This is an optimization exercise on Yosys and OpenROAD, whose aim is small area and a short achievable clock period, not a production implementation. Function was checked by simulation only, so behaviour that the tests miss may differ from the original. Power is estimated from default activity; no workload was simulated.

===== design/flow/flow/run.sh =====
#!/bin/bash
# The standard layout (standard.sh), with two changes:
#  - the port buffers are the smallest buffer cell (buf_1) instead of the
#    slow clkdlybuf4s50_1 that buffer_ports picks by default;
#  - the 3-input XOR cells are added to the don't-use list, so the syndrome
#    tree maps to 2-input XORs, which are faster here.
set -euo pipefail
DU="$(make -s -C "$FLOW_HOME" DESIGN_CONFIG="$PWD/config.mk" WORK_HOME="$PWD/orfs" print-DONT_USE_CELLS 2> print.log | sed -n 's/^DONT_USE_CELLS: //p')"
echo "platform don't-use list: $DU" > run.log
for c in xor3_1 xor3_2 xor3_4 xnor3_1 xnor3_2 xnor3_4; do DU="$DU sky130_fd_sc_hd__$c"; done
bash standard.sh DONT_USE_CELLS="$DU" BUFFER_PORTS_ARGS="-buffer_cell sky130_fd_sc_hd__buf_1" finish > standard.log 2>&1

===== design/flow/standard.sh =====
#!/bin/bash
# synth_recipe.tcl (not shown) runs the flow's synth.tcl, then flattens the netlist and writes it again
# the make line also repeats each setting of config.mk as NAME=value (left out here)
make -C /OpenROAD-flow-scripts/flow DESIGN_CONFIG=/design/flow/config.mk WORK_HOME=/design/flow/orfs CLKGATE_MAP_FILE= SYNTH_SCRIPT=/design/flow/synth_recipe.tcl "${@:-finish}"

===== design/flow/config.mk =====
export PLATFORM = sky130hd
export DESIGN_NAME = noc_flit_rx
export DESIGN_NICKNAME = noc_flit_rx
export VERILOG_FILES = /design/flow/design.v
export SDC_FILE = /design/flow/constraint.sdc
export NUM_CORES = 4
export LEC_CHECK = 0
export ABC_CLOCK_PERIOD_IN_PS = 7000
export CAP_MARGIN = 20
export CORE_MARGIN = 2
export CORE_UTILIZATION = 64
export CTS_BUF_LIST = sky130_fd_sc_hd__clkbuf_16
export CTS_CLUSTER_DIAMETER = 80
export CTS_CLUSTER_SIZE = 30
export SETUP_SLACK_MARGIN = 5
export SLEW_MARGIN = 20

===== design/flow/constraint.sdc =====
create_clock -name core_clock -period 9.0 [get_ports {clk}]
set_input_delay 1.8000 -clock core_clock [delete_from_list [all_inputs] [get_ports {clk}]]
set_output_delay 1.8000 -clock core_clock [all_outputs]
set_load 0.01 [all_outputs]

===== design/flow/design.v =====
module noc_flit_rx (
    input  wire         clk,
    input  wire         rst,           
    input  wire         in_valid,
    input  wire         in_head,       
    input  wire [255:0] in_flit,
    input  wire [9:0]   in_chk,
    output wire         out_valid,
    output wire         out_head,
    output wire [255:0] out_flit,
    output wire [9:0]   out_chk,
    output wire         out_poison,
    output reg  [31:0]  err_ce,        
    output reg  [31:0]  err_ue         
);
    wire [9:0]  syn_in;        
    reg         v_r;           
    reg         h_r;
    reg [255:0] d_r;           
    reg [3:0]   pl_r, ph_r;    
    reg [7:0]   tl_r, th_r;    
    reg [9:0]   c_r;           
    reg [5:0]   wl_r;          
    reg         wh0_r, wh1_r;  
    reg [5:0]   dc_r;          
    reg         discarding;    
    reg         ce_inc, ue_inc;
    reg [5:0] wl_in, wh_in;
    integer k;
    always @* begin
        wl_in = 6'd0;
        wh_in = 6'd0;
        for (k = 0; k < 32; k = k + 1) begin
            wl_in[(k&1)+(k>>1&1)+(k>>2&1)+(k>>3&1)+(k>>4&1)] =
                wl_in[(k&1)+(k>>1&1)+(k>>2&1)+(k>>3&1)+(k>>4&1)] | (syn_in[4:0] == k);
            wh_in[(k&1)+(k>>1&1)+(k>>2&1)+(k>>3&1)+(k>>4&1)] =
                wh_in[(k&1)+(k>>1&1)+(k>>2&1)+(k>>3&1)+(k>>4&1)] | (syn_in[9:5] == k);
        end
    end
    wire le_last = (syn_in[9:5] < 5'd17) || (syn_in[9:5] == 5'd17 && syn_in[4:0] <= 5'd19);
    wire [5:0] dc_in;
    assign dc_in[0] = wh_in[3] | (wh_in[5] & le_last);
    assign dc_in[1] = wh_in[2] | (wh_in[4] & le_last);
    assign dc_in[2] = wh_in[1] | (wh_in[3] & le_last);
    assign dc_in[3] = wh_in[0] | (wh_in[2] & le_last);
    assign dc_in[4] = wh_in[1] & le_last;
    assign dc_in[5] = wh_in[0] & le_last;
    reg [3:0] pl_in, ph_in;
    reg [7:0] tl_in, th_in;
    always @* begin
        for (k = 0; k < 4; k = k + 1) begin
            pl_in[k] = (syn_in[1:0] == k);
            ph_in[k] = (syn_in[6:5] == k);
        end
        for (k = 0; k < 8; k = k + 1) begin
            tl_in[k] = (syn_in[4:2] == k);
            th_in[k] = (syn_in[9:7] == k);
        end
    end
    wire [9:0] s_r;
    assign s_r[0] = pl_r[1] | pl_r[3];
    assign s_r[1] = pl_r[2] | pl_r[3];
    assign s_r[2] = tl_r[1] | tl_r[3] | tl_r[5] | tl_r[7];
    assign s_r[3] = tl_r[2] | tl_r[3] | tl_r[6] | tl_r[7];
    assign s_r[4] = tl_r[4] | tl_r[5] | tl_r[6] | tl_r[7];
    assign s_r[5] = ph_r[1] | ph_r[3];
    assign s_r[6] = ph_r[2] | ph_r[3];
    assign s_r[7] = th_r[1] | th_r[3] | th_r[5] | th_r[7];
    assign s_r[8] = th_r[2] | th_r[3] | th_r[6] | th_r[7];
    assign s_r[9] = th_r[4] | th_r[5] | th_r[6] | th_r[7];
    wire data_corr     = |(wl_r & dc_r);
    wire chk_corr      = (wl_r[1] & wh0_r) | (wl_r[0] & wh1_r);
    wire clean         = wl_r[0] & wh0_r;
    wire correctable   = data_corr | chk_corr;
    wire uncorrectable = !clean & !correctable;
    wire [255:0] flip;
    wire drop = h_r ? uncorrectable : discarding;
    assign out_valid  = v_r && !drop;
    assign out_head   = h_r;
    assign out_flit   = d_r ^ flip;
    assign out_chk    = data_corr ? c_r : (s_r ^ c_r);
    assign out_poison = !h_r && uncorrectable;
    wire x1 = in_flit[30] ^ in_flit[45];
    wire x2 = in_flit[50] ^ in_flit[66];
    wire x3 = in_flit[71] ^ in_flit[77];
    wire x4 = in_flit[94] ^ in_flit[99];
    wire x5 = in_flit[105] ^ in_flit[112];
    wire x6 = in_flit[241] ^ in_chk[0];
    wire x7 = x1 ^ x2;
    wire x8 = x3 ^ x4;
    wire x9 = x5 ^ x6;
    wire x10 = x7 ^ x8;
    wire x11 = x9 ^ x10;
    wire x12 = in_flit[31] ^ in_flit[46];
    wire x13 = in_flit[51] ^ in_flit[67];
    wire x14 = in_flit[72] ^ in_flit[78];
    wire x15 = in_flit[95] ^ in_flit[100];
    wire x16 = in_flit[106] ^ in_flit[113];
    wire x17 = in_flit[242] ^ in_chk[1];
    wire x18 = x12 ^ x13;
    wire x19 = x14 ^ x15;
    wire x20 = x16 ^ x17;
    wire x21 = x18 ^ x19;
    wire x22 = x20 ^ x21;
    wire x23 = in_flit[10] ^ in_flit[20];
    wire x24 = in_flit[35] ^ in_flit[56];
    wire x25 = in_flit[84] ^ in_flit[166];
    wire x26 = in_flit[201] ^ in_flit[221];
    wire x27 = in_flit[231] ^ x23;
    wire x28 = x24 ^ x25;
    wire x29 = x26 ^ x27;
    wire x30 = x28 ^ x29;
    wire x31 = in_flit[32] ^ in_flit[47];
    wire x32 = in_flit[52] ^ in_flit[68];
    wire x33 = in_flit[73] ^ in_flit[79];
    wire x34 = in_flit[96] ^ in_flit[101];
    wire x35 = in_flit[107] ^ in_flit[114];
    wire x36 = in_flit[243] ^ in_chk[2];
    wire x37 = x31 ^ x32;
    wire x38 = x33 ^ x34;
    wire x39 = x35 ^ x36;
    wire x40 = x37 ^ x38;
    wire x41 = x39 ^ x40;
    wire x42 = in_flit[11] ^ in_flit[21];
    wire x43 = in_flit[36] ^ in_flit[57];
    wire x44 = in_flit[85] ^ in_flit[167];
    wire x45 = in_flit[202] ^ in_flit[222];
    wire x46 = in_flit[232] ^ x42;
    wire x47 = x43 ^ x44;
    wire x48 = x45 ^ x46;
    wire x49 = x47 ^ x48;
    wire x50 = in_flit[12] ^ in_flit[22];
    wire x51 = in_flit[37] ^ in_flit[58];
    wire x52 = in_flit[86] ^ in_flit[168];
    wire x53 = in_flit[203] ^ in_flit[223];
    wire x54 = in_flit[233] ^ x50;
    wire x55 = x51 ^ x52;
    wire x56 = x53 ^ x54;
    wire x57 = x55 ^ x56;
    wire x58 = in_flit[0] ^ in_flit[131];
    wire x59 = in_flit[146] ^ in_flit[156];
    wire x60 = in_flit[181] ^ in_flit[191];
    wire x61 = in_flit[211] ^ in_flit[251];
    wire x62 = x58 ^ x59;
    wire x63 = x60 ^ x61;
    wire x64 = x62 ^ x63;
    wire x65 = in_flit[33] ^ in_flit[48];
    wire x66 = in_flit[53] ^ in_flit[69];
    wire x67 = in_flit[74] ^ in_flit[80];
    wire x68 = in_flit[97] ^ in_flit[102];
    wire x69 = in_flit[108] ^ in_flit[115];
    wire x70 = in_flit[244] ^ in_chk[3];
    wire x71 = x65 ^ x66;
    wire x72 = x67 ^ x68;
    wire x73 = x69 ^ x70;
    wire x74 = x71 ^ x72;
    wire x75 = x73 ^ x74;
    wire x76 = in_flit[13] ^ in_flit[23];
    wire x77 = in_flit[38] ^ in_flit[59];
    wire x78 = in_flit[87] ^ in_flit[169];
    wire x79 = in_flit[204] ^ in_flit[224];
    wire x80 = in_flit[234] ^ x76;
    wire x81 = x77 ^ x78;
    wire x82 = x79 ^ x80;
    wire x83 = x81 ^ x82;
    wire x84 = in_flit[14] ^ in_flit[24];
    wire x85 = in_flit[39] ^ in_flit[60];
    wire x86 = in_flit[88] ^ in_flit[170];
    wire x87 = in_flit[205] ^ in_flit[225];
    wire x88 = in_flit[235] ^ x84;
    wire x89 = x85 ^ x86;
    wire x90 = x87 ^ x88;
    wire x91 = x89 ^ x90;
    wire x92 = in_flit[1] ^ in_flit[132];
    wire x93 = in_flit[147] ^ in_flit[157];
    wire x94 = in_flit[182] ^ in_flit[192];
    wire x95 = in_flit[212] ^ in_flit[252];
    wire x96 = x92 ^ x93;
    wire x97 = x94 ^ x95;
    wire x98 = x96 ^ x97;
    wire x99 = in_flit[15] ^ in_flit[25];
    wire x100 = in_flit[40] ^ in_flit[61];
    wire x101 = in_flit[89] ^ in_flit[171];
    wire x102 = in_flit[206] ^ in_flit[226];
    wire x103 = in_flit[236] ^ x99;
    wire x104 = x100 ^ x101;
    wire x105 = x102 ^ x103;
    wire x106 = x104 ^ x105;
    wire x107 = in_flit[2] ^ in_flit[133];
    wire x108 = in_flit[148] ^ in_flit[158];
    wire x109 = in_flit[183] ^ in_flit[193];
    wire x110 = in_flit[213] ^ in_flit[253];
    wire x111 = x107 ^ x108;
    wire x112 = x109 ^ x110;
    wire x113 = x111 ^ x112;
    wire x114 = in_flit[3] ^ in_flit[134];
    wire x115 = in_flit[149] ^ in_flit[159];
    wire x116 = in_flit[184] ^ in_flit[194];
    wire x117 = in_flit[214] ^ in_flit[254];
    wire x118 = x114 ^ x115;
    wire x119 = x116 ^ x117;
    wire x120 = x118 ^ x119;
    wire x121 = in_flit[121] ^ in_flit[126];
    wire x122 = in_flit[141] ^ in_flit[176];
    wire x123 = in_flit[246] ^ x121;
    wire x124 = x122 ^ x123;
    wire x125 = in_flit[34] ^ in_flit[49];
    wire x126 = in_flit[54] ^ in_flit[70];
    wire x127 = in_flit[75] ^ in_flit[81];
    wire x128 = in_flit[98] ^ in_flit[103];
    wire x129 = in_flit[109] ^ in_flit[116];
    wire x130 = in_flit[245] ^ in_chk[4];
    wire x131 = x125 ^ x126;
    wire x132 = x127 ^ x128;
    wire x133 = x129 ^ x130;
    wire x134 = x131 ^ x132;
    wire x135 = x133 ^ x134;
    wire x136 = in_flit[16] ^ in_flit[26];
    wire x137 = in_flit[41] ^ in_flit[62];
    wire x138 = in_flit[90] ^ in_flit[172];
    wire x139 = in_flit[207] ^ in_flit[227];
    wire x140 = in_flit[237] ^ x136;
    wire x141 = x137 ^ x138;
    wire x142 = x139 ^ x140;
    wire x143 = x141 ^ x142;
    wire x144 = in_flit[17] ^ in_flit[27];
    wire x145 = in_flit[42] ^ in_flit[63];
    wire x146 = in_flit[91] ^ in_flit[173];
    wire x147 = in_flit[208] ^ in_flit[228];
    wire x148 = in_flit[238] ^ x144;
    wire x149 = x145 ^ x146;
    wire x150 = x147 ^ x148;
    wire x151 = x149 ^ x150;
    wire x152 = in_flit[4] ^ in_flit[135];
    wire x153 = in_flit[150] ^ in_flit[160];
    wire x154 = in_flit[185] ^ in_flit[195];
    wire x155 = in_flit[215] ^ in_flit[255];
    wire x156 = x152 ^ x153;
    wire x157 = x154 ^ x155;
    wire x158 = x156 ^ x157;
    wire x159 = in_flit[18] ^ in_flit[28];
    wire x160 = in_flit[43] ^ in_flit[64];
    wire x161 = in_flit[92] ^ in_flit[174];
    wire x162 = in_flit[209] ^ in_flit[229];
    wire x163 = in_flit[239] ^ x159;
    wire x164 = x160 ^ x161;
    wire x165 = x162 ^ x163;
    wire x166 = x164 ^ x165;
    wire x167 = in_flit[5] ^ in_flit[136];
    wire x168 = in_flit[151] ^ in_flit[161];
    wire x169 = in_flit[186] ^ in_flit[196];
    wire x170 = in_flit[216] ^ x167;
    wire x171 = x168 ^ x169;
    wire x172 = x170 ^ x171;
    wire x173 = in_flit[6] ^ in_flit[137];
    wire x174 = in_flit[152] ^ in_flit[162];
    wire x175 = in_flit[187] ^ in_flit[197];
    wire x176 = in_flit[217] ^ x173;
    wire x177 = x174 ^ x175;
    wire x178 = x176 ^ x177;
    wire x179 = in_flit[122] ^ in_flit[127];
    wire x180 = in_flit[142] ^ in_flit[177];
    wire x181 = in_flit[247] ^ x179;
    wire x182 = x180 ^ x181;
    wire x183 = in_flit[19] ^ in_flit[29];
    wire x184 = in_flit[44] ^ in_flit[65];
    wire x185 = in_flit[93] ^ in_flit[175];
    wire x186 = in_flit[210] ^ in_flit[230];
    wire x187 = in_flit[240] ^ x183;
    wire x188 = x184 ^ x185;
    wire x189 = x186 ^ x187;
    wire x190 = x188 ^ x189;
    wire x191 = in_flit[7] ^ in_flit[138];
    wire x192 = in_flit[153] ^ in_flit[163];
    wire x193 = in_flit[188] ^ in_flit[198];
    wire x194 = in_flit[218] ^ x191;
    wire x195 = x192 ^ x193;
    wire x196 = x194 ^ x195;
    wire x197 = in_flit[8] ^ in_flit[139];
    wire x198 = in_flit[154] ^ in_flit[164];
    wire x199 = in_flit[189] ^ in_flit[199];
    wire x200 = in_flit[219] ^ x197;
    wire x201 = x198 ^ x199;
    wire x202 = x200 ^ x201;
    wire x203 = in_flit[123] ^ in_flit[128];
    wire x204 = in_flit[143] ^ in_flit[178];
    wire x205 = in_flit[248] ^ x203;
    wire x206 = x204 ^ x205;
    wire x207 = in_flit[9] ^ in_flit[140];
    wire x208 = in_flit[155] ^ in_flit[165];
    wire x209 = in_flit[190] ^ in_flit[200];
    wire x210 = in_flit[220] ^ x207;
    wire x211 = x208 ^ x209;
    wire x212 = x210 ^ x211;
    wire x213 = in_flit[124] ^ in_flit[129];
    wire x214 = in_flit[144] ^ in_flit[179];
    wire x215 = in_flit[249] ^ x213;
    wire x216 = x214 ^ x215;
    wire x217 = in_flit[125] ^ in_flit[130];
    wire x218 = in_flit[145] ^ in_flit[180];
    wire x219 = in_flit[250] ^ x217;
    wire x220 = x218 ^ x219;
    wire x221 = x124 ^ in_flit[120];
    wire x222 = x64 ^ x182;
    wire x223 = x98 ^ x206;
    wire x224 = x113 ^ x216;
    wire x225 = x221 ^ x222;
    wire x226 = x120 ^ x220;
    wire x227 = x30 ^ x158;
    wire x228 = x49 ^ x172;
    wire x229 = x83 ^ x196;
    wire x230 = x223 ^ x224;
    wire x231 = x225 ^ x227;
    wire x232 = x229 ^ x230;
    wire x233 = x57 ^ x178;
    wire x234 = x91 ^ x202;
    wire x235 = x226 ^ x233;
    wire x236 = x106 ^ x212;
    wire x237 = x11 ^ x143;
    wire x238 = x228 ^ x237;
    wire x239 = x231 ^ x232;
    wire x240 = x238 ^ x239;
    wire x241 = x22 ^ x151;
    wire x242 = x223 ^ x234;
    wire x243 = x241 ^ x231;
    wire x244 = x235 ^ x242;
    wire x245 = x243 ^ x244;
    wire x246 = x41 ^ x166;
    wire x247 = x224 ^ x225;
    wire x248 = x228 ^ x236;
    wire x249 = x246 ^ x235;
    wire x250 = x247 ^ x248;
    wire x251 = x249 ^ x250;
    wire x252 = x75 ^ x190;
    wire x253 = x221 ^ x226;
    wire x254 = x234 ^ x236;
    wire x255 = x252 ^ x253;
    wire x256 = x232 ^ x254;
    wire x257 = x255 ^ x256;
    wire x258 = in_flit[120] ^ x158;
    wire x259 = x172 ^ x178;
    wire x260 = x182 ^ x196;
    wire x261 = x202 ^ x206;
    wire x262 = x212 ^ x216;
    wire x263 = x220 ^ x135;
    wire x264 = x143 ^ x151;
    wire x265 = x166 ^ x190;
    wire x266 = x258 ^ x259;
    wire x267 = x260 ^ x261;
    wire x268 = x262 ^ x263;
    wire x269 = x264 ^ x265;
    wire x270 = x266 ^ x267;
    wire x271 = x268 ^ x269;
    wire x272 = x270 ^ x271;
    wire x273 = in_flit[10] ^ in_flit[11];
    wire x274 = in_flit[12] ^ in_flit[13];
    wire x275 = in_flit[14] ^ in_flit[15];
    wire x276 = in_flit[16] ^ in_flit[17];
    wire x277 = in_flit[18] ^ in_flit[19];
    wire x278 = in_flit[121] ^ in_flit[122];
    wire x279 = in_flit[123] ^ in_flit[124];
    wire x280 = in_flit[125] ^ in_chk[5];
    wire x281 = x273 ^ x274;
    wire x282 = x275 ^ x276;
    wire x283 = x277 ^ x278;
    wire x284 = x279 ^ x280;
    wire x285 = x281 ^ x282;
    wire x286 = x283 ^ x284;
    wire x287 = x285 ^ x286;
    wire x288 = in_flit[20] ^ in_flit[21];
    wire x289 = in_flit[22] ^ in_flit[23];
    wire x290 = in_flit[24] ^ in_flit[25];
    wire x291 = in_flit[26] ^ in_flit[27];
    wire x292 = in_flit[28] ^ in_flit[29];
    wire x293 = in_flit[126] ^ in_flit[127];
    wire x294 = in_flit[128] ^ in_flit[129];
    wire x295 = in_flit[130] ^ in_chk[6];
    wire x296 = x288 ^ x289;
    wire x297 = x290 ^ x291;
    wire x298 = x292 ^ x293;
    wire x299 = x294 ^ x295;
    wire x300 = x296 ^ x297;
    wire x301 = x298 ^ x299;
    wire x302 = x300 ^ x301;
    wire x303 = in_flit[30] ^ in_flit[31];
    wire x304 = in_flit[32] ^ in_flit[33];
    wire x305 = in_flit[34] ^ in_flit[131];
    wire x306 = in_flit[132] ^ in_flit[133];
    wire x307 = in_flit[134] ^ in_flit[135];
    wire x308 = in_flit[136] ^ in_flit[137];
    wire x309 = in_flit[138] ^ in_flit[139];
    wire x310 = in_flit[140] ^ x303;
    wire x311 = x304 ^ x305;
    wire x312 = x306 ^ x307;
    wire x313 = x308 ^ x309;
    wire x314 = x310 ^ x311;
    wire x315 = x312 ^ x313;
    wire x316 = x314 ^ x315;
    wire x317 = in_flit[35] ^ in_flit[36];
    wire x318 = in_flit[37] ^ in_flit[38];
    wire x319 = in_flit[39] ^ in_flit[40];
    wire x320 = in_flit[41] ^ in_flit[42];
    wire x321 = in_flit[43] ^ in_flit[44];
    wire x322 = in_flit[141] ^ in_flit[142];
    wire x323 = in_flit[143] ^ in_flit[144];
    wire x324 = in_flit[145] ^ in_chk[7];
    wire x325 = x317 ^ x318;
    wire x326 = x319 ^ x320;
    wire x327 = x321 ^ x322;
    wire x328 = x323 ^ x324;
    wire x329 = x325 ^ x326;
    wire x330 = x327 ^ x328;
    wire x331 = x329 ^ x330;
    wire x332 = in_flit[45] ^ in_flit[46];
    wire x333 = in_flit[47] ^ in_flit[48];
    wire x334 = in_flit[49] ^ in_flit[146];
    wire x335 = in_flit[147] ^ in_flit[148];
    wire x336 = in_flit[149] ^ in_flit[150];
    wire x337 = in_flit[151] ^ in_flit[152];
    wire x338 = in_flit[153] ^ in_flit[154];
    wire x339 = in_flit[155] ^ x332;
    wire x340 = x333 ^ x334;
    wire x341 = x335 ^ x336;
    wire x342 = x337 ^ x338;
    wire x343 = x339 ^ x340;
    wire x344 = x341 ^ x342;
    wire x345 = x343 ^ x344;
    wire x346 = in_flit[50] ^ in_flit[51];
    wire x347 = in_flit[52] ^ in_flit[53];
    wire x348 = in_flit[54] ^ in_flit[156];
    wire x349 = in_flit[157] ^ in_flit[158];
    wire x350 = in_flit[159] ^ in_flit[160];
    wire x351 = in_flit[161] ^ in_flit[162];
    wire x352 = in_flit[163] ^ in_flit[164];
    wire x353 = in_flit[165] ^ x346;
    wire x354 = x347 ^ x348;
    wire x355 = x349 ^ x350;
    wire x356 = x351 ^ x352;
    wire x357 = x353 ^ x354;
    wire x358 = x355 ^ x356;
    wire x359 = x357 ^ x358;
    wire x360 = in_flit[55] ^ in_flit[166];
    wire x361 = in_flit[167] ^ in_flit[168];
    wire x362 = in_flit[169] ^ in_flit[170];
    wire x363 = in_flit[171] ^ in_flit[172];
    wire x364 = in_flit[173] ^ in_flit[174];
    wire x365 = in_flit[175] ^ x360;
    wire x366 = x361 ^ x362;
    wire x367 = x363 ^ x364;
    wire x368 = x365 ^ x366;
    wire x369 = x367 ^ x368;
    wire x370 = in_flit[56] ^ in_flit[57];
    wire x371 = in_flit[58] ^ in_flit[59];
    wire x372 = in_flit[60] ^ in_flit[61];
    wire x373 = in_flit[62] ^ in_flit[63];
    wire x374 = in_flit[64] ^ in_flit[65];
    wire x375 = in_flit[176] ^ in_flit[177];
    wire x376 = in_flit[178] ^ in_flit[179];
    wire x377 = in_flit[180] ^ in_chk[8];
    wire x378 = x370 ^ x371;
    wire x379 = x372 ^ x373;
    wire x380 = x374 ^ x375;
    wire x381 = x376 ^ x377;
    wire x382 = x378 ^ x379;
    wire x383 = x380 ^ x381;
    wire x384 = x382 ^ x383;
    wire x385 = in_flit[66] ^ in_flit[67];
    wire x386 = in_flit[68] ^ in_flit[69];
    wire x387 = in_flit[70] ^ in_flit[181];
    wire x388 = in_flit[182] ^ in_flit[183];
    wire x389 = in_flit[184] ^ in_flit[185];
    wire x390 = in_flit[186] ^ in_flit[187];
    wire x391 = in_flit[188] ^ in_flit[189];
    wire x392 = in_flit[190] ^ x385;
    wire x393 = x386 ^ x387;
    wire x394 = x388 ^ x389;
    wire x395 = x390 ^ x391;
    wire x396 = x392 ^ x393;
    wire x397 = x394 ^ x395;
    wire x398 = x396 ^ x397;
    wire x399 = in_flit[71] ^ in_flit[72];
    wire x400 = in_flit[73] ^ in_flit[74];
    wire x401 = in_flit[75] ^ in_flit[191];
    wire x402 = in_flit[192] ^ in_flit[193];
    wire x403 = in_flit[194] ^ in_flit[195];
    wire x404 = in_flit[196] ^ in_flit[197];
    wire x405 = in_flit[198] ^ in_flit[199];
    wire x406 = in_flit[200] ^ x399;
    wire x407 = x400 ^ x401;
    wire x408 = x402 ^ x403;
    wire x409 = x404 ^ x405;
    wire x410 = x406 ^ x407;
    wire x411 = x408 ^ x409;
    wire x412 = x410 ^ x411;
    wire x413 = in_flit[76] ^ in_flit[201];
    wire x414 = in_flit[202] ^ in_flit[203];
    wire x415 = in_flit[204] ^ in_flit[205];
    wire x416 = in_flit[206] ^ in_flit[207];
    wire x417 = in_flit[208] ^ in_flit[209];
    wire x418 = in_flit[210] ^ x413;
    wire x419 = x414 ^ x415;
    wire x420 = x416 ^ x417;
    wire x421 = x418 ^ x419;
    wire x422 = x420 ^ x421;
    wire x423 = in_flit[77] ^ in_flit[78];
    wire x424 = in_flit[79] ^ in_flit[80];
    wire x425 = in_flit[81] ^ in_flit[211];
    wire x426 = in_flit[212] ^ in_flit[213];
    wire x427 = in_flit[214] ^ in_flit[215];
    wire x428 = in_flit[216] ^ in_flit[217];
    wire x429 = in_flit[218] ^ in_flit[219];
    wire x430 = in_flit[220] ^ x423;
    wire x431 = x424 ^ x425;
    wire x432 = x426 ^ x427;
    wire x433 = x428 ^ x429;
    wire x434 = x430 ^ x431;
    wire x435 = x432 ^ x433;
    wire x436 = x434 ^ x435;
    wire x437 = in_flit[82] ^ in_flit[221];
    wire x438 = in_flit[222] ^ in_flit[223];
    wire x439 = in_flit[224] ^ in_flit[225];
    wire x440 = in_flit[226] ^ in_flit[227];
    wire x441 = in_flit[228] ^ in_flit[229];
    wire x442 = in_flit[230] ^ x437;
    wire x443 = x438 ^ x439;
    wire x444 = x440 ^ x441;
    wire x445 = x442 ^ x443;
    wire x446 = x444 ^ x445;
    wire x447 = in_flit[83] ^ in_flit[231];
    wire x448 = in_flit[232] ^ in_flit[233];
    wire x449 = in_flit[234] ^ in_flit[235];
    wire x450 = in_flit[236] ^ in_flit[237];
    wire x451 = in_flit[238] ^ in_flit[239];
    wire x452 = in_flit[240] ^ x447;
    wire x453 = x448 ^ x449;
    wire x454 = x450 ^ x451;
    wire x455 = x452 ^ x453;
    wire x456 = x454 ^ x455;
    wire x457 = in_flit[241] ^ in_flit[242];
    wire x458 = in_flit[243] ^ in_flit[244];
    wire x459 = in_flit[245] ^ x457;
    wire x460 = x458 ^ x459;
    wire x461 = in_flit[84] ^ in_flit[85];
    wire x462 = in_flit[86] ^ in_flit[87];
    wire x463 = in_flit[88] ^ in_flit[89];
    wire x464 = in_flit[90] ^ in_flit[91];
    wire x465 = in_flit[92] ^ in_flit[93];
    wire x466 = in_flit[246] ^ in_flit[247];
    wire x467 = in_flit[248] ^ in_flit[249];
    wire x468 = in_flit[250] ^ in_chk[9];
    wire x469 = x461 ^ x462;
    wire x470 = x463 ^ x464;
    wire x471 = x465 ^ x466;
    wire x472 = x467 ^ x468;
    wire x473 = x469 ^ x470;
    wire x474 = x471 ^ x472;
    wire x475 = x473 ^ x474;
    wire x476 = in_flit[94] ^ in_flit[95];
    wire x477 = in_flit[96] ^ in_flit[97];
    wire x478 = in_flit[98] ^ in_flit[251];
    wire x479 = in_flit[252] ^ in_flit[253];
    wire x480 = in_flit[254] ^ in_flit[255];
    wire x481 = x476 ^ x477;
    wire x482 = x478 ^ x479;
    wire x483 = x480 ^ x481;
    wire x484 = x482 ^ x483;
    wire x485 = in_flit[99] ^ in_flit[100];
    wire x486 = in_flit[101] ^ in_flit[102];
    wire x487 = in_flit[103] ^ x485;
    wire x488 = x486 ^ x487;
    wire x489 = in_flit[105] ^ in_flit[106];
    wire x490 = in_flit[107] ^ in_flit[108];
    wire x491 = in_flit[109] ^ x489;
    wire x492 = x490 ^ x491;
    wire x493 = in_flit[112] ^ in_flit[113];
    wire x494 = in_flit[114] ^ in_flit[115];
    wire x495 = in_flit[116] ^ x493;
    wire x496 = x494 ^ x495;
    wire x497 = x369 ^ x460;
    wire x498 = x316 ^ x422;
    wire x499 = x345 ^ x446;
    wire x500 = x398 ^ in_flit[117];
    wire x501 = x484 ^ in_flit[104];
    wire x502 = in_flit[110] ^ x497;
    wire x503 = x499 ^ x502;
    wire x504 = x359 ^ x456;
    wire x505 = x412 ^ in_flit[118];
    wire x506 = x488 ^ in_flit[111];
    wire x507 = x436 ^ in_flit[119];
    wire x508 = x287 ^ x498;
    wire x509 = x500 ^ x501;
    wire x510 = x508 ^ x509;
    wire x511 = x503 ^ x510;
    wire x512 = in_flit[104] ^ x302;
    wire x513 = x506 ^ x504;
    wire x514 = x505 ^ x497;
    wire x515 = x498 ^ x512;
    wire x516 = x513 ^ x514;
    wire x517 = x515 ^ x516;
    wire x518 = in_flit[111] ^ x492;
    wire x519 = x331 ^ x518;
    wire x520 = x504 ^ x507;
    wire x521 = x519 ^ x520;
    wire x522 = x503 ^ x521;
    wire x523 = x460 ^ x496;
    wire x524 = x384 ^ x422;
    wire x525 = x446 ^ x456;
    wire x526 = x523 ^ x505;
    wire x527 = x507 ^ x500;
    wire x528 = x524 ^ x525;
    wire x529 = x526 ^ x527;
    wire x530 = x528 ^ x529;
    wire x531 = in_flit[110] ^ in_flit[117];
    wire x532 = in_flit[118] ^ in_flit[119];
    wire x533 = x531 ^ x532;
    wire x534 = x533 ^ x492;
    wire x535 = x496 ^ x506;
    wire x536 = x475 ^ x534;
    wire x537 = x501 ^ x535;
    wire x538 = x536 ^ x537;
    assign syn_in[0] = x240;
    assign syn_in[1] = x245;
    assign syn_in[2] = x251;
    assign syn_in[3] = x257;
    assign syn_in[4] = x272;
    assign syn_in[5] = x511;
    assign syn_in[6] = x517;
    assign syn_in[7] = x522;
    assign syn_in[8] = x530;
    assign syn_in[9] = x538;
    assign flip[0] = pl_r[3] & tl_r[1] & ph_r[0] & th_r[0];
    assign flip[1] = pl_r[3] & tl_r[2] & ph_r[0] & th_r[0];
    assign flip[2] = pl_r[1] & tl_r[3] & ph_r[0] & th_r[0];
    assign flip[3] = pl_r[2] & tl_r[3] & ph_r[0] & th_r[0];
    assign flip[4] = pl_r[3] & tl_r[4] & ph_r[0] & th_r[0];
    assign flip[5] = pl_r[1] & tl_r[5] & ph_r[0] & th_r[0];
    assign flip[6] = pl_r[2] & tl_r[5] & ph_r[0] & th_r[0];
    assign flip[7] = pl_r[1] & tl_r[6] & ph_r[0] & th_r[0];
    assign flip[8] = pl_r[2] & tl_r[6] & ph_r[0] & th_r[0];
    assign flip[9] = pl_r[0] & tl_r[7] & ph_r[0] & th_r[0];
    assign flip[10] = pl_r[3] & tl_r[0] & ph_r[1] & th_r[0];
    assign flip[11] = pl_r[1] & tl_r[1] & ph_r[1] & th_r[0];
    assign flip[12] = pl_r[2] & tl_r[1] & ph_r[1] & th_r[0];
    assign flip[13] = pl_r[1] & tl_r[2] & ph_r[1] & th_r[0];
    assign flip[14] = pl_r[2] & tl_r[2] & ph_r[1] & th_r[0];
    assign flip[15] = pl_r[0] & tl_r[3] & ph_r[1] & th_r[0];
    assign flip[16] = pl_r[1] & tl_r[4] & ph_r[1] & th_r[0];
    assign flip[17] = pl_r[2] & tl_r[4] & ph_r[1] & th_r[0];
    assign flip[18] = pl_r[0] & tl_r[5] & ph_r[1] & th_r[0];
    assign flip[19] = pl_r[0] & tl_r[6] & ph_r[1] & th_r[0];
    assign flip[20] = pl_r[3] & tl_r[0] & ph_r[2] & th_r[0];
    assign flip[21] = pl_r[1] & tl_r[1] & ph_r[2] & th_r[0];
    assign flip[22] = pl_r[2] & tl_r[1] & ph_r[2] & th_r[0];
    assign flip[23] = pl_r[1] & tl_r[2] & ph_r[2] & th_r[0];
    assign flip[24] = pl_r[2] & tl_r[2] & ph_r[2] & th_r[0];
    assign flip[25] = pl_r[0] & tl_r[3] & ph_r[2] & th_r[0];
    assign flip[26] = pl_r[1] & tl_r[4] & ph_r[2] & th_r[0];
    assign flip[27] = pl_r[2] & tl_r[4] & ph_r[2] & th_r[0];
    assign flip[28] = pl_r[0] & tl_r[5] & ph_r[2] & th_r[0];
    assign flip[29] = pl_r[0] & tl_r[6] & ph_r[2] & th_r[0];
    assign flip[30] = pl_r[1] & tl_r[0] & ph_r[3] & th_r[0];
    assign flip[31] = pl_r[2] & tl_r[0] & ph_r[3] & th_r[0];
    assign flip[32] = pl_r[0] & tl_r[1] & ph_r[3] & th_r[0];
    assign flip[33] = pl_r[0] & tl_r[2] & ph_r[3] & th_r[0];
    assign flip[34] = pl_r[0] & tl_r[4] & ph_r[3] & th_r[0];
    assign flip[35] = pl_r[3] & tl_r[0] & ph_r[0] & th_r[1];
    assign flip[36] = pl_r[1] & tl_r[1] & ph_r[0] & th_r[1];
    assign flip[37] = pl_r[2] & tl_r[1] & ph_r[0] & th_r[1];
    assign flip[38] = pl_r[1] & tl_r[2] & ph_r[0] & th_r[1];
    assign flip[39] = pl_r[2] & tl_r[2] & ph_r[0] & th_r[1];
    assign flip[40] = pl_r[0] & tl_r[3] & ph_r[0] & th_r[1];
    assign flip[41] = pl_r[1] & tl_r[4] & ph_r[0] & th_r[1];
    assign flip[42] = pl_r[2] & tl_r[4] & ph_r[0] & th_r[1];
    assign flip[43] = pl_r[0] & tl_r[5] & ph_r[0] & th_r[1];
    assign flip[44] = pl_r[0] & tl_r[6] & ph_r[0] & th_r[1];
    assign flip[45] = pl_r[1] & tl_r[0] & ph_r[1] & th_r[1];
    assign flip[46] = pl_r[2] & tl_r[0] & ph_r[1] & th_r[1];
    assign flip[47] = pl_r[0] & tl_r[1] & ph_r[1] & th_r[1];
    assign flip[48] = pl_r[0] & tl_r[2] & ph_r[1] & th_r[1];
    assign flip[49] = pl_r[0] & tl_r[4] & ph_r[1] & th_r[1];
    assign flip[50] = pl_r[1] & tl_r[0] & ph_r[2] & th_r[1];
    assign flip[51] = pl_r[2] & tl_r[0] & ph_r[2] & th_r[1];
    assign flip[52] = pl_r[0] & tl_r[1] & ph_r[2] & th_r[1];
    assign flip[53] = pl_r[0] & tl_r[2] & ph_r[2] & th_r[1];
    assign flip[54] = pl_r[0] & tl_r[4] & ph_r[2] & th_r[1];
    assign flip[55] = pl_r[0] & tl_r[0] & ph_r[3] & th_r[1];
    assign flip[56] = pl_r[3] & tl_r[0] & ph_r[0] & th_r[2];
    assign flip[57] = pl_r[1] & tl_r[1] & ph_r[0] & th_r[2];
    assign flip[58] = pl_r[2] & tl_r[1] & ph_r[0] & th_r[2];
    assign flip[59] = pl_r[1] & tl_r[2] & ph_r[0] & th_r[2];
    assign flip[60] = pl_r[2] & tl_r[2] & ph_r[0] & th_r[2];
    assign flip[61] = pl_r[0] & tl_r[3] & ph_r[0] & th_r[2];
    assign flip[62] = pl_r[1] & tl_r[4] & ph_r[0] & th_r[2];
    assign flip[63] = pl_r[2] & tl_r[4] & ph_r[0] & th_r[2];
    assign flip[64] = pl_r[0] & tl_r[5] & ph_r[0] & th_r[2];
    assign flip[65] = pl_r[0] & tl_r[6] & ph_r[0] & th_r[2];
    assign flip[66] = pl_r[1] & tl_r[0] & ph_r[1] & th_r[2];
    assign flip[67] = pl_r[2] & tl_r[0] & ph_r[1] & th_r[2];
    assign flip[68] = pl_r[0] & tl_r[1] & ph_r[1] & th_r[2];
    assign flip[69] = pl_r[0] & tl_r[2] & ph_r[1] & th_r[2];
    assign flip[70] = pl_r[0] & tl_r[4] & ph_r[1] & th_r[2];
    assign flip[71] = pl_r[1] & tl_r[0] & ph_r[2] & th_r[2];
    assign flip[72] = pl_r[2] & tl_r[0] & ph_r[2] & th_r[2];
    assign flip[73] = pl_r[0] & tl_r[1] & ph_r[2] & th_r[2];
    assign flip[74] = pl_r[0] & tl_r[2] & ph_r[2] & th_r[2];
    assign flip[75] = pl_r[0] & tl_r[4] & ph_r[2] & th_r[2];
    assign flip[76] = pl_r[0] & tl_r[0] & ph_r[3] & th_r[2];
    assign flip[77] = pl_r[1] & tl_r[0] & ph_r[0] & th_r[3];
    assign flip[78] = pl_r[2] & tl_r[0] & ph_r[0] & th_r[3];
    assign flip[79] = pl_r[0] & tl_r[1] & ph_r[0] & th_r[3];
    assign flip[80] = pl_r[0] & tl_r[2] & ph_r[0] & th_r[3];
    assign flip[81] = pl_r[0] & tl_r[4] & ph_r[0] & th_r[3];
    assign flip[82] = pl_r[0] & tl_r[0] & ph_r[1] & th_r[3];
    assign flip[83] = pl_r[0] & tl_r[0] & ph_r[2] & th_r[3];
    assign flip[84] = pl_r[3] & tl_r[0] & ph_r[0] & th_r[4];
    assign flip[85] = pl_r[1] & tl_r[1] & ph_r[0] & th_r[4];
    assign flip[86] = pl_r[2] & tl_r[1] & ph_r[0] & th_r[4];
    assign flip[87] = pl_r[1] & tl_r[2] & ph_r[0] & th_r[4];
    assign flip[88] = pl_r[2] & tl_r[2] & ph_r[0] & th_r[4];
    assign flip[89] = pl_r[0] & tl_r[3] & ph_r[0] & th_r[4];
    assign flip[90] = pl_r[1] & tl_r[4] & ph_r[0] & th_r[4];
    assign flip[91] = pl_r[2] & tl_r[4] & ph_r[0] & th_r[4];
    assign flip[92] = pl_r[0] & tl_r[5] & ph_r[0] & th_r[4];
    assign flip[93] = pl_r[0] & tl_r[6] & ph_r[0] & th_r[4];
    assign flip[94] = pl_r[1] & tl_r[0] & ph_r[1] & th_r[4];
    assign flip[95] = pl_r[2] & tl_r[0] & ph_r[1] & th_r[4];
    assign flip[96] = pl_r[0] & tl_r[1] & ph_r[1] & th_r[4];
    assign flip[97] = pl_r[0] & tl_r[2] & ph_r[1] & th_r[4];
    assign flip[98] = pl_r[0] & tl_r[4] & ph_r[1] & th_r[4];
    assign flip[99] = pl_r[1] & tl_r[0] & ph_r[2] & th_r[4];
    assign flip[100] = pl_r[2] & tl_r[0] & ph_r[2] & th_r[4];
    assign flip[101] = pl_r[0] & tl_r[1] & ph_r[2] & th_r[4];
    assign flip[102] = pl_r[0] & tl_r[2] & ph_r[2] & th_r[4];
    assign flip[103] = pl_r[0] & tl_r[4] & ph_r[2] & th_r[4];
    assign flip[104] = pl_r[0] & tl_r[0] & ph_r[3] & th_r[4];
    assign flip[105] = pl_r[1] & tl_r[0] & ph_r[0] & th_r[5];
    assign flip[106] = pl_r[2] & tl_r[0] & ph_r[0] & th_r[5];
    assign flip[107] = pl_r[0] & tl_r[1] & ph_r[0] & th_r[5];
    assign flip[108] = pl_r[0] & tl_r[2] & ph_r[0] & th_r[5];
    assign flip[109] = pl_r[0] & tl_r[4] & ph_r[0] & th_r[5];
    assign flip[110] = pl_r[0] & tl_r[0] & ph_r[1] & th_r[5];
    assign flip[111] = pl_r[0] & tl_r[0] & ph_r[2] & th_r[5];
    assign flip[112] = pl_r[1] & tl_r[0] & ph_r[0] & th_r[6];
    assign flip[113] = pl_r[2] & tl_r[0] & ph_r[0] & th_r[6];
    assign flip[114] = pl_r[0] & tl_r[1] & ph_r[0] & th_r[6];
    assign flip[115] = pl_r[0] & tl_r[2] & ph_r[0] & th_r[6];
    assign flip[116] = pl_r[0] & tl_r[4] & ph_r[0] & th_r[6];
    assign flip[117] = pl_r[0] & tl_r[0] & ph_r[1] & th_r[6];
    assign flip[118] = pl_r[0] & tl_r[0] & ph_r[2] & th_r[6];
    assign flip[119] = pl_r[0] & tl_r[0] & ph_r[0] & th_r[7];
    assign flip[120] = pl_r[3] & tl_r[7] & ph_r[0] & th_r[0];
    assign flip[121] = pl_r[3] & tl_r[3] & ph_r[1] & th_r[0];
    assign flip[122] = pl_r[3] & tl_r[5] & ph_r[1] & th_r[0];
    assign flip[123] = pl_r[3] & tl_r[6] & ph_r[1] & th_r[0];
    assign flip[124] = pl_r[1] & tl_r[7] & ph_r[1] & th_r[0];
    assign flip[125] = pl_r[2] & tl_r[7] & ph_r[1] & th_r[0];
    assign flip[126] = pl_r[3] & tl_r[3] & ph_r[2] & th_r[0];
    assign flip[127] = pl_r[3] & tl_r[5] & ph_r[2] & th_r[0];
    assign flip[128] = pl_r[3] & tl_r[6] & ph_r[2] & th_r[0];
    assign flip[129] = pl_r[1] & tl_r[7] & ph_r[2] & th_r[0];
    assign flip[130] = pl_r[2] & tl_r[7] & ph_r[2] & th_r[0];
    assign flip[131] = pl_r[3] & tl_r[1] & ph_r[3] & th_r[0];
    assign flip[132] = pl_r[3] & tl_r[2] & ph_r[3] & th_r[0];
    assign flip[133] = pl_r[1] & tl_r[3] & ph_r[3] & th_r[0];
    assign flip[134] = pl_r[2] & tl_r[3] & ph_r[3] & th_r[0];
    assign flip[135] = pl_r[3] & tl_r[4] & ph_r[3] & th_r[0];
    assign flip[136] = pl_r[1] & tl_r[5] & ph_r[3] & th_r[0];
    assign flip[137] = pl_r[2] & tl_r[5] & ph_r[3] & th_r[0];
    assign flip[138] = pl_r[1] & tl_r[6] & ph_r[3] & th_r[0];
    assign flip[139] = pl_r[2] & tl_r[6] & ph_r[3] & th_r[0];
    assign flip[140] = pl_r[0] & tl_r[7] & ph_r[3] & th_r[0];
    assign flip[141] = pl_r[3] & tl_r[3] & ph_r[0] & th_r[1];
    assign flip[142] = pl_r[3] & tl_r[5] & ph_r[0] & th_r[1];
    assign flip[143] = pl_r[3] & tl_r[6] & ph_r[0] & th_r[1];
    assign flip[144] = pl_r[1] & tl_r[7] & ph_r[0] & th_r[1];
    assign flip[145] = pl_r[2] & tl_r[7] & ph_r[0] & th_r[1];
    assign flip[146] = pl_r[3] & tl_r[1] & ph_r[1] & th_r[1];
    assign flip[147] = pl_r[3] & tl_r[2] & ph_r[1] & th_r[1];
    assign flip[148] = pl_r[1] & tl_r[3] & ph_r[1] & th_r[1];
    assign flip[149] = pl_r[2] & tl_r[3] & ph_r[1] & th_r[1];
    assign flip[150] = pl_r[3] & tl_r[4] & ph_r[1] & th_r[1];
    assign flip[151] = pl_r[1] & tl_r[5] & ph_r[1] & th_r[1];
    assign flip[152] = pl_r[2] & tl_r[5] & ph_r[1] & th_r[1];
    assign flip[153] = pl_r[1] & tl_r[6] & ph_r[1] & th_r[1];
    assign flip[154] = pl_r[2] & tl_r[6] & ph_r[1] & th_r[1];
    assign flip[155] = pl_r[0] & tl_r[7] & ph_r[1] & th_r[1];
    assign flip[156] = pl_r[3] & tl_r[1] & ph_r[2] & th_r[1];
    assign flip[157] = pl_r[3] & tl_r[2] & ph_r[2] & th_r[1];
    assign flip[158] = pl_r[1] & tl_r[3] & ph_r[2] & th_r[1];
    assign flip[159] = pl_r[2] & tl_r[3] & ph_r[2] & th_r[1];
    assign flip[160] = pl_r[3] & tl_r[4] & ph_r[2] & th_r[1];
    assign flip[161] = pl_r[1] & tl_r[5] & ph_r[2] & th_r[1];
    assign flip[162] = pl_r[2] & tl_r[5] & ph_r[2] & th_r[1];
    assign flip[163] = pl_r[1] & tl_r[6] & ph_r[2] & th_r[1];
    assign flip[164] = pl_r[2] & tl_r[6] & ph_r[2] & th_r[1];
    assign flip[165] = pl_r[0] & tl_r[7] & ph_r[2] & th_r[1];
    assign flip[166] = pl_r[3] & tl_r[0] & ph_r[3] & th_r[1];
    assign flip[167] = pl_r[1] & tl_r[1] & ph_r[3] & th_r[1];
    assign flip[168] = pl_r[2] & tl_r[1] & ph_r[3] & th_r[1];
    assign flip[169] = pl_r[1] & tl_r[2] & ph_r[3] & th_r[1];
    assign flip[170] = pl_r[2] & tl_r[2] & ph_r[3] & th_r[1];
    assign flip[171] = pl_r[0] & tl_r[3] & ph_r[3] & th_r[1];
    assign flip[172] = pl_r[1] & tl_r[4] & ph_r[3] & th_r[1];
    assign flip[173] = pl_r[2] & tl_r[4] & ph_r[3] & th_r[1];
    assign flip[174] = pl_r[0] & tl_r[5] & ph_r[3] & th_r[1];
    assign flip[175] = pl_r[0] & tl_r[6] & ph_r[3] & th_r[1];
    assign flip[176] = pl_r[3] & tl_r[3] & ph_r[0] & th_r[2];
    assign flip[177] = pl_r[3] & tl_r[5] & ph_r[0] & th_r[2];
    assign flip[178] = pl_r[3] & tl_r[6] & ph_r[0] & th_r[2];
    assign flip[179] = pl_r[1] & tl_r[7] & ph_r[0] & th_r[2];
    assign flip[180] = pl_r[2] & tl_r[7] & ph_r[0] & th_r[2];
    assign flip[181] = pl_r[3] & tl_r[1] & ph_r[1] & th_r[2];
    assign flip[182] = pl_r[3] & tl_r[2] & ph_r[1] & th_r[2];
    assign flip[183] = pl_r[1] & tl_r[3] & ph_r[1] & th_r[2];
    assign flip[184] = pl_r[2] & tl_r[3] & ph_r[1] & th_r[2];
    assign flip[185] = pl_r[3] & tl_r[4] & ph_r[1] & th_r[2];
    assign flip[186] = pl_r[1] & tl_r[5] & ph_r[1] & th_r[2];
    assign flip[187] = pl_r[2] & tl_r[5] & ph_r[1] & th_r[2];
    assign flip[188] = pl_r[1] & tl_r[6] & ph_r[1] & th_r[2];
    assign flip[189] = pl_r[2] & tl_r[6] & ph_r[1] & th_r[2];
    assign flip[190] = pl_r[0] & tl_r[7] & ph_r[1] & th_r[2];
    assign flip[191] = pl_r[3] & tl_r[1] & ph_r[2] & th_r[2];
    assign flip[192] = pl_r[3] & tl_r[2] & ph_r[2] & th_r[2];
    assign flip[193] = pl_r[1] & tl_r[3] & ph_r[2] & th_r[2];
    assign flip[194] = pl_r[2] & tl_r[3] & ph_r[2] & th_r[2];
    assign flip[195] = pl_r[3] & tl_r[4] & ph_r[2] & th_r[2];
    assign flip[196] = pl_r[1] & tl_r[5] & ph_r[2] & th_r[2];
    assign flip[197] = pl_r[2] & tl_r[5] & ph_r[2] & th_r[2];
    assign flip[198] = pl_r[1] & tl_r[6] & ph_r[2] & th_r[2];
    assign flip[199] = pl_r[2] & tl_r[6] & ph_r[2] & th_r[2];
    assign flip[200] = pl_r[0] & tl_r[7] & ph_r[2] & th_r[2];
    assign flip[201] = pl_r[3] & tl_r[0] & ph_r[3] & th_r[2];
    assign flip[202] = pl_r[1] & tl_r[1] & ph_r[3] & th_r[2];
    assign flip[203] = pl_r[2] & tl_r[1] & ph_r[3] & th_r[2];
    assign flip[204] = pl_r[1] & tl_r[2] & ph_r[3] & th_r[2];
    assign flip[205] = pl_r[2] & tl_r[2] & ph_r[3] & th_r[2];
    assign flip[206] = pl_r[0] & tl_r[3] & ph_r[3] & th_r[2];
    assign flip[207] = pl_r[1] & tl_r[4] & ph_r[3] & th_r[2];
    assign flip[208] = pl_r[2] & tl_r[4] & ph_r[3] & th_r[2];
    assign flip[209] = pl_r[0] & tl_r[5] & ph_r[3] & th_r[2];
    assign flip[210] = pl_r[0] & tl_r[6] & ph_r[3] & th_r[2];
    assign flip[211] = pl_r[3] & tl_r[1] & ph_r[0] & th_r[3];
    assign flip[212] = pl_r[3] & tl_r[2] & ph_r[0] & th_r[3];
    assign flip[213] = pl_r[1] & tl_r[3] & ph_r[0] & th_r[3];
    assign flip[214] = pl_r[2] & tl_r[3] & ph_r[0] & th_r[3];
    assign flip[215] = pl_r[3] & tl_r[4] & ph_r[0] & th_r[3];
    assign flip[216] = pl_r[1] & tl_r[5] & ph_r[0] & th_r[3];
    assign flip[217] = pl_r[2] & tl_r[5] & ph_r[0] & th_r[3];
    assign flip[218] = pl_r[1] & tl_r[6] & ph_r[0] & th_r[3];
    assign flip[219] = pl_r[2] & tl_r[6] & ph_r[0] & th_r[3];
    assign flip[220] = pl_r[0] & tl_r[7] & ph_r[0] & th_r[3];
    assign flip[221] = pl_r[3] & tl_r[0] & ph_r[1] & th_r[3];
    assign flip[222] = pl_r[1] & tl_r[1] & ph_r[1] & th_r[3];
    assign flip[223] = pl_r[2] & tl_r[1] & ph_r[1] & th_r[3];
    assign flip[224] = pl_r[1] & tl_r[2] & ph_r[1] & th_r[3];
    assign flip[225] = pl_r[2] & tl_r[2] & ph_r[1] & th_r[3];
    assign flip[226] = pl_r[0] & tl_r[3] & ph_r[1] & th_r[3];
    assign flip[227] = pl_r[1] & tl_r[4] & ph_r[1] & th_r[3];
    assign flip[228] = pl_r[2] & tl_r[4] & ph_r[1] & th_r[3];
    assign flip[229] = pl_r[0] & tl_r[5] & ph_r[1] & th_r[3];
    assign flip[230] = pl_r[0] & tl_r[6] & ph_r[1] & th_r[3];
    assign flip[231] = pl_r[3] & tl_r[0] & ph_r[2] & th_r[3];
    assign flip[232] = pl_r[1] & tl_r[1] & ph_r[2] & th_r[3];
    assign flip[233] = pl_r[2] & tl_r[1] & ph_r[2] & th_r[3];
    assign flip[234] = pl_r[1] & tl_r[2] & ph_r[2] & th_r[3];
    assign flip[235] = pl_r[2] & tl_r[2] & ph_r[2] & th_r[3];
    assign flip[236] = pl_r[0] & tl_r[3] & ph_r[2] & th_r[3];
    assign flip[237] = pl_r[1] & tl_r[4] & ph_r[2] & th_r[3];
    assign flip[238] = pl_r[2] & tl_r[4] & ph_r[2] & th_r[3];
    assign flip[239] = pl_r[0] & tl_r[5] & ph_r[2] & th_r[3];
    assign flip[240] = pl_r[0] & tl_r[6] & ph_r[2] & th_r[3];
    assign flip[241] = pl_r[1] & tl_r[0] & ph_r[3] & th_r[3];
    assign flip[242] = pl_r[2] & tl_r[0] & ph_r[3] & th_r[3];
    assign flip[243] = pl_r[0] & tl_r[1] & ph_r[3] & th_r[3];
    assign flip[244] = pl_r[0] & tl_r[2] & ph_r[3] & th_r[3];
    assign flip[245] = pl_r[0] & tl_r[4] & ph_r[3] & th_r[3];
    assign flip[246] = pl_r[3] & tl_r[3] & ph_r[0] & th_r[4];
    assign flip[247] = pl_r[3] & tl_r[5] & ph_r[0] & th_r[4];
    assign flip[248] = pl_r[3] & tl_r[6] & ph_r[0] & th_r[4];
    assign flip[249] = pl_r[1] & tl_r[7] & ph_r[0] & th_r[4];
    assign flip[250] = pl_r[2] & tl_r[7] & ph_r[0] & th_r[4];
    assign flip[251] = pl_r[3] & tl_r[1] & ph_r[1] & th_r[4];
    assign flip[252] = pl_r[3] & tl_r[2] & ph_r[1] & th_r[4];
    assign flip[253] = pl_r[1] & tl_r[3] & ph_r[1] & th_r[4];
    assign flip[254] = pl_r[2] & tl_r[3] & ph_r[1] & th_r[4];
    assign flip[255] = pl_r[3] & tl_r[4] & ph_r[1] & th_r[4];
    always @(posedge clk) begin
        if (rst) begin
            v_r        <= 1'b0;
            discarding <= 1'b0;
            ce_inc     <= 1'b0;
            ue_inc     <= 1'b0;
            err_ce     <= 32'd0;
            err_ue     <= 32'd0;
        end else begin
            v_r <= in_valid;
            if (v_r && h_r)
                discarding <= uncorrectable;
            ce_inc <= v_r && !drop && correctable;
            ue_inc <= v_r && h_r && uncorrectable;
            err_ce <= err_ce + ce_inc;
            err_ue <= err_ue + ue_inc;
        end
    end
    always @(posedge clk) begin
        h_r <= in_head;
        d_r <= in_flit;
        pl_r <= pl_in;
        tl_r <= tl_in;
        ph_r <= ph_in;
        th_r <= th_in;
        wl_r <= wl_in;
        wh0_r <= wh_in[0];
        wh1_r <= wh_in[1];
        dc_r <= dc_in;
        c_r <= in_chk;
    end
endmodule

==> results of run 1 <==
area by class of cell:
cell class              instances  area share [%]
inverters                      13           0.215
clock buffers                  17            1.87
repair buffers                641            11.7
diodes                          1          0.0110
multi-input cells            1453            50.6
well taps                     384            2.12
clock inverters                 8           0.391
flip-flops and latches        373            33.1
critical path: cells and delay by family, from the launching register on:
family                    cells  cell delay (ps)
buffers and inverters         1              190
DFF                           1              590
xor gates and xnor gates      1              280
and+or+nand+nor               2              630
flip-flops by register name, indices dropped and copies added (netlist names), 4 cells and up:
register	cells
d_r	256
err_ce	32
err_ue	32
c_r	10
th_r	8
tl_r	8
dc_r	6
wl_r	6
ph_r	4
pl_r	4
metrics by stage:
step | setup slack (ps) | area (sq um)
finish | 4970 | 22700
global route | 4910 | 22700
CTS | 4900 | 21900
detailed placement | 4220 | 21000
global placement | 4280 | 21000
floorplan | 4990 | 18500
worst max-delay path by stage:
stage | to | start | cells past startpoint
after global placement | dc_r[1] | in_flit[105] | 13
after CTS | out_flit[90] | tl_r[4] | 4
after floorplan | wl_r[3] | in_flit[177] | 12
final | out_flit[31] | ph_r[3] | 4
after global routing | out_valid | wl_r[0] | 9
after detailed placement | dc_r[1] | in_flit[118] | 12
cells by family after synthesis:
kind of cell | count (synthesis) | synth area share [%]
AOI/OAI and AO/OA | 68 | 2.23
xor gates and xnor gates | 857 | 41.5
adders and majority gates | 4 | 0.272
muxes | 2 | 0.115
and+or+nand+nor | 521 | 13.3
DFF | 373 | 40.5
buffers and inverters | 102 | 2.08
power by group through the flow:
stage,registers (W),logic (W),clock network (W)
finish,0.00207,0.00657,0.000951
global route,0.00207,0.00693,0.00100
CTS,0.00205,0.00582,0.000946
detailed placement,0.00208,0.00513,0
global placement,0.00207,0.00504,0
floorplan,0.00195,0.00412,0
per-layer routing:
metal	GRT usage, %	vias to the layer above	wire length, um
met1	51.0	7704	24900
met2	69.7	968	31800
li1	-	7203	-
met3	8.36	206	6410
met4	18.6	4	3460
met5	0	-	30
cells in the final DEF, fill, tap and decap left out, types with 4 or more instances in the layout:
cell         n
or3_1       16
o21ai_1     10
and2_2      20
and3_1      24
dfxtp_1    354
xnor2_4      9
and2_1      14
xnor2_2    101
o41ai_1      4
buf_6        7
nor3_1       7
inv_1       12
buf_4       35
nor2_1      72
nand2b_1     4
a21oi_1     17
nand3_1     81
buf_2       16
dfxtp_2     10
xor2_1     102
nor2b_1      9
and2_4       8
clkbuf_2    41
clkbuf_16   17
o21ai_0     19
dfxtp_4      9
buf_1      541
nand4_1     40
nand2_1    212
ha_1         4
xnor2_1    642
what timing repair did:
item / in CTS / in global routing
buffers inserted: 17 / 12
setup endpoints to repair: 239 / 116
resized for setup: 77 / 181
pin swaps: 9 / 74
cloned: 0 / 1
==> results.cfg, run 1 <==
[status]
outcome = finished clean

[routing]
dr.pass1.iters = 5
num_vias = 16100
wl_per_cell_um = 23.1
drc = 0
drt-total-wl_mm = 66.7
viasPerCell = 5.57
postRouteAntennaNets = 0
drt-initial-drc-count = 1448

[critical_path]
r2r-end = err_ue[31]
reg2reg_setup_slack_ps = 6360
regToRegStartpoint = err_ue[3]
reg2regPathDepth = 8
crit_path_end_kind = primary output
crit_path_start_kind = flip-flop
critPathMaxStageDelay_ps = 590
cp_cell_sequence = and2_2 -> nand3_1 -> xnor2_1 -> buf_1
critPathSlowestCell = dfxtp_1
cp.arrival_ps = 2230
required_ps = 7200
path_max_fanout = 15
worst-setup-path-type = reg -> out

[clock_network]
cts-root-buf = clkbuf_16
cts_tree = done
clk_pin_slew_worst_paths_ps = 110
cts_hold_buf = 0
clkLatencyLatePin_ps = 540
cts_sinks = 373
cts_buffers = 17
clock_path_buffers = 3
htree_levels = 1

[power_and_ir_drop]
p_clk_share_pct = 9.9
total_power_w = 0.00959
sw_frac_of_total_pct = 45.3
combPwrFrac_pct = 68.5
pwr-share-seq_pct = 21.6
switching_power_w = 0.00435
power.leakage_nw = 8.08
p_int_w = 0.00524
power_density_nw_per_um2 = 422
ir_drop_mv = 0.649

[synth]
synth_most_common_cell = xnor2_1
synth.top_cells.by_count = xnor2_1, dfxtp_1, nand2_1
avgSynthCellArea_sq_um = 9.56
synth_edf_count = 0
yosysTopAreaCell = dfxtp_1
syn_inst = 1927
synthesis.nets = 2201
synthTopCellsByArea = dfxtp_1, xnor2_1, xor2_1
synthFlopType = dfxtp_1
ys_seq_area_share_pct = 40.5
synth_top_area_share_pct = 40.5
async_flop_share_pct = 0
yosysWarnings = 1
syn_area_sq_um = 18400
synth_cell_types = 45
ys_ff_latch = 373

[layout]
drive_gt1_share_pct = 11.9
final_cells = 2890
area_growth_syn_to_layout_pct = 23.2
nets = 2773
postLayoutCoreUtil_pct = 79.6
multi_input_area_sq_um = 11500
fillers = 2024
seqCellArea_sq_um = 7510

[min_path]
hold_depth = 2
hold_path_end = err_ue[6]
min_path_type = reg -> reg
min_from = err_ue[6]

[timing]
rsz0062_at_grt = true
drv_slew = 0
clock_skew_ps = 17.6
finalSetupTns_ps = 0
slew-limit-headroom_pct = 53.3
worstMarginPinSlew_ps = 701
finalCritPeriodShare_pct = 44.8
hold_ws_ps = 506
finalHoldViolCount = 0
setup_violations = 0
min_period_ps = 4030
clock.fmax_ghz = 0.248

[global_routing]
first_global_vias = 15300
grt_use_total_pct = 41.3
antenna_found_initial = 2
overflow = 0
grt_max_degree = 69
grt_first_pass_wirelength_mm = 93.7

[placed_design]
place_inst = 2834
port_buffers = 602
gp_congestion = 0.999
hpwl_mm = 51.6

[floorplanning]
die_w_um = 174
dieArea_sq_um = 30200
dieHeight_um = 174
core_area_sq_um = 28500
initial_core_util_pct = 64.6
rows = 62
io_pins = 603

[run]
max_cap_viol_count = 0
==> inputs of run 2 (changes only) <==
--- a/design/flow/config.mk
+++ b/design/flow/config.mk
@@ -10,6 +10,6 @@
 export CORE_MARGIN = 2
-export CORE_UTILIZATION = 64
+export CORE_UTILIZATION = 60
 export CTS_BUF_LIST = sky130_fd_sc_hd__clkbuf_16
-export CTS_CLUSTER_DIAMETER = 80
-export CTS_CLUSTER_SIZE = 30
+export CTS_CLUSTER_DIAMETER = 72
+export CTS_CLUSTER_SIZE = 27
 export SETUP_SLACK_MARGIN = 5
==> results.cfg, run 2 <==
[layout]
reg_top3 = d_r x256, err_ce x32, err_ue x32
postLayoutCoreUtil_pct = 75.2
area_growth_syn_to_layout_pct = 24.2
layout_commonest_cell = xnor2_1
design_area_sq_um = 22900
drive_gt1_share_pct = 10.8
nets = 2784
largest_register_ffs = 256
top_register = d_r
final_cell_mix = xnor2_1, buf_1, dfxtp_1

[routing]
wl_per_cell_um = 23.1
drt-total-wl_mm = 67.4
drt-initial-drc-count = 1176
dr.pass1.iters = 5
viasPerCell = 5.45
postRouteAntennaNets = 0
drc = 0
num_vias = 15900

[clock_network]
htree_levels = 1
cts_hold_buf = 0
cts_buffers = 22
clkLatencyLatePin_ps = 550
clock_path_buffers = 3
clk_pin_slew_worst_paths_ps = 100
cts-root-buf = clkbuf_16
cts_tree = done
cts_sinks = 373

[timing]
slew-limit-headroom_pct = 53.9
drv_slew = 0
clock.fmax_ghz = 0.246
layout_setup_ws_ps = 4940
finalSetupTns_ps = 0
worstMarginPinSlew_ps = 692
finalHoldViolCount = 0
rsz0062_at_grt = true
min_period_ps = 4060
setup_violations = 0
clock_skew_ps = 17.8
finalCritPeriodShare_pct = 45.1

[global_routing]
overflow = 0
grt_first_pass_wirelength_mm = 92.8
antenna_found_initial = 2
grt_use_total_pct = 39.6
first_global_vias = 15200
grt_max_degree = 69

[synth]
syn_area_sq_um = 18400
synthFlopType = dfxtp_1
async_flop_share_pct = 0
synth_most_common_cell = xnor2_1
synth_top_area_share_pct = 40.5
yosysWarnings = 1
synthesis.nets = 2201
ys_ff_latch = 373
syn_inst = 1927
synthTopCellsByArea = dfxtp_1, xnor2_1, xor2_1
yosysTopAreaCell = dfxtp_1
avgSynthCellArea_sq_um = 9.56
synth_cell_types = 45
synth_edf_count = 0
ys_seq_area_share_pct = 40.5
synth.top_cells.by_count = xnor2_1, dfxtp_1, nand2_1

[power_and_ir_drop]
sw_frac_of_total_pct = 44.4
ir_drop_mv = 0.635
power_density_nw_per_um2 = 442
p_int_w = 0.00563
p_clk_share_pct = 11.6
power.leakage_nw = 8.09
pwr-share-seq_pct = 20.1
switching_power_w = 0.00450
combPwrFrac_pct = 68.3

[floorplanning]
dieHeight_um = 179
rows = 64
die_w_um = 179
dieArea_sq_um = 32100
core_area_sq_um = 30400
io_pins = 603
initial_core_util_pct = 60.6

[run]
max_cap_viol_count = 0

[status]
outcome = finished clean

[placed_design]
port_buffers = 602
gp_congestion = 0.969
pre_cts_ws_ps = 4100
place_area_sq_um = 21000
hpwl_mm = 52.3

[critical_path]
path_max_fanout = 13
worst-setup-path-type = reg -> out
crit_path_start_kind = flip-flop
cp.arrival_ps = 2260
required_ps = 7200
crit_path_end_kind = primary output

[min_path]
min_path_type = reg -> reg
==> run 2: cell counts after synthesis <==
No cell type changed its count.
==> run 2: cell families after synthesis <==
logic type               Yosys count  share of synthesized area, %
AO/OA/AOI/OAI                     68                          2.23
XOR/XNOR                         857                          41.5
adder cells (fa/ha/maj)            4                         0.272
buffers and inverters            102                          2.08
flip-flops                       373                          40.5
multiplexers                       2                         0.115
AND/OR/NAND/NOR                  521                          13.3
==> run 2: path summary, 6_finish.rpt <==
kind | startpoint | end | slack [ps] | cells after the start
max | ph_r[0] | out_flit[5] | 4940 | 6
min | v_r | ue_inc | 490 | 2
max reg2reg | err_ce[3] | err_ce[29] | 6330 | 10
min reg2reg | v_r | ue_inc | 490 | 2
==> run 2: area by class of cell <==
| cell class | count | area, sq um |
|---|---|---|
| diodes | 1 | 2.50 |
| well taps | 396 | 495 |
| flip-flops and latches | 373 | 7500 |
| clock buffers | 23 | 576 |
| clock inverters | 15 | 203 |
| fillers | 2340 | 7540 |
| multi-input cells | 1452 | 11300 |
| repair buffers | 648 | 2720 |
| inverters | 13 | 48.8 |
==> run 2: power by group through the flow <==
stage / clock [W] / sequential (W) / combinational, W
after floorplan: 0 / 0.00195 / 0.00412
after global placement: 0 / 0.00205 / 0.00528
after detailed placement: 0 / 0.00205 / 0.00526
after CTS: 0.00118 / 0.00202 / 0.00605
after global routing: 0.00124 / 0.00204 / 0.00735
final: 0.00118 / 0.00203 / 0.00692
==> run 2: worst max-delay path, stage by stage, from the launching register on <==
cell and delay [ps]:
dfxtp_2 490, buf_4 260, and2_4 290, buf_12 150, nand2_1 70, xnor2_1 250, buf_1 190
==> run 2: layer usage <==
layer  global-route usage (%)  wire [um]
met1                     47.4      25300
met2                     65.1      32000
met3                     9.88       5860
met4                     21.8       4230
met5                        0         15
==> run 2: repair_timing <==
action,4_1_cts,5_1_grt
pin swaps,13,35
gates resized for setup,91,104
endpoints found under the hold margin,0,0
buffers inserted,20,13
endpoints found under the setup margin,200,99
==> run 2: metrics by stage <==
| stage | hold slack, ps | power [W] | cells |
|---|---|---|---|
| 2_1_floorplan | 455 | 0.00607 | 1927 |
| 3_3_place_gp | 470 | 0.00733 | 2849 |
| 3_5_place_dp | 478 | 0.00731 | 2849 |
| 4_1_cts | 494 | 0.00925 | 2907 |
| 5_1_grt | 546 | 0.0106 | 2921 |
| 6_report | 494 | 0.0101 | 2921 |

## static timing again, ports no longer ideal
No port has a modelled driver above. Below, the same layouts with a new extraction and two added sets of constraints.
Step 1 sets driving cells, clkbuf_16 on the clock port and buf_2 on the other inputs (assumed; they add their load-dependent delay and slew).
Step 2 moves the port delays by t, midway between the first and last clock arrival at a register: inputs arrive t later, outputs are due t later. That takes back most of the time a late clock gives input paths.
Three values: ideal ports, drivers, drivers and shift; two values: the first two.
| run | shift t [ns] | setup WS [ns] | hold WS [ns] |
|---|---|---|---|
| run 1 | 0.587 | 4.969 / 4.912 / 4.435 | 0.506 / 0.506 / 0.506 |
| run 2 | 0.598 | 4.943 / 4.890 / 4.385 | 0.494 / 0.494 / 0.494 |
After both steps setup and hold are still met in every run listed. For run 2, which loses most, drivers alone change the setup slack by -0.053 ns; drivers and shift together by -0.558 ns.
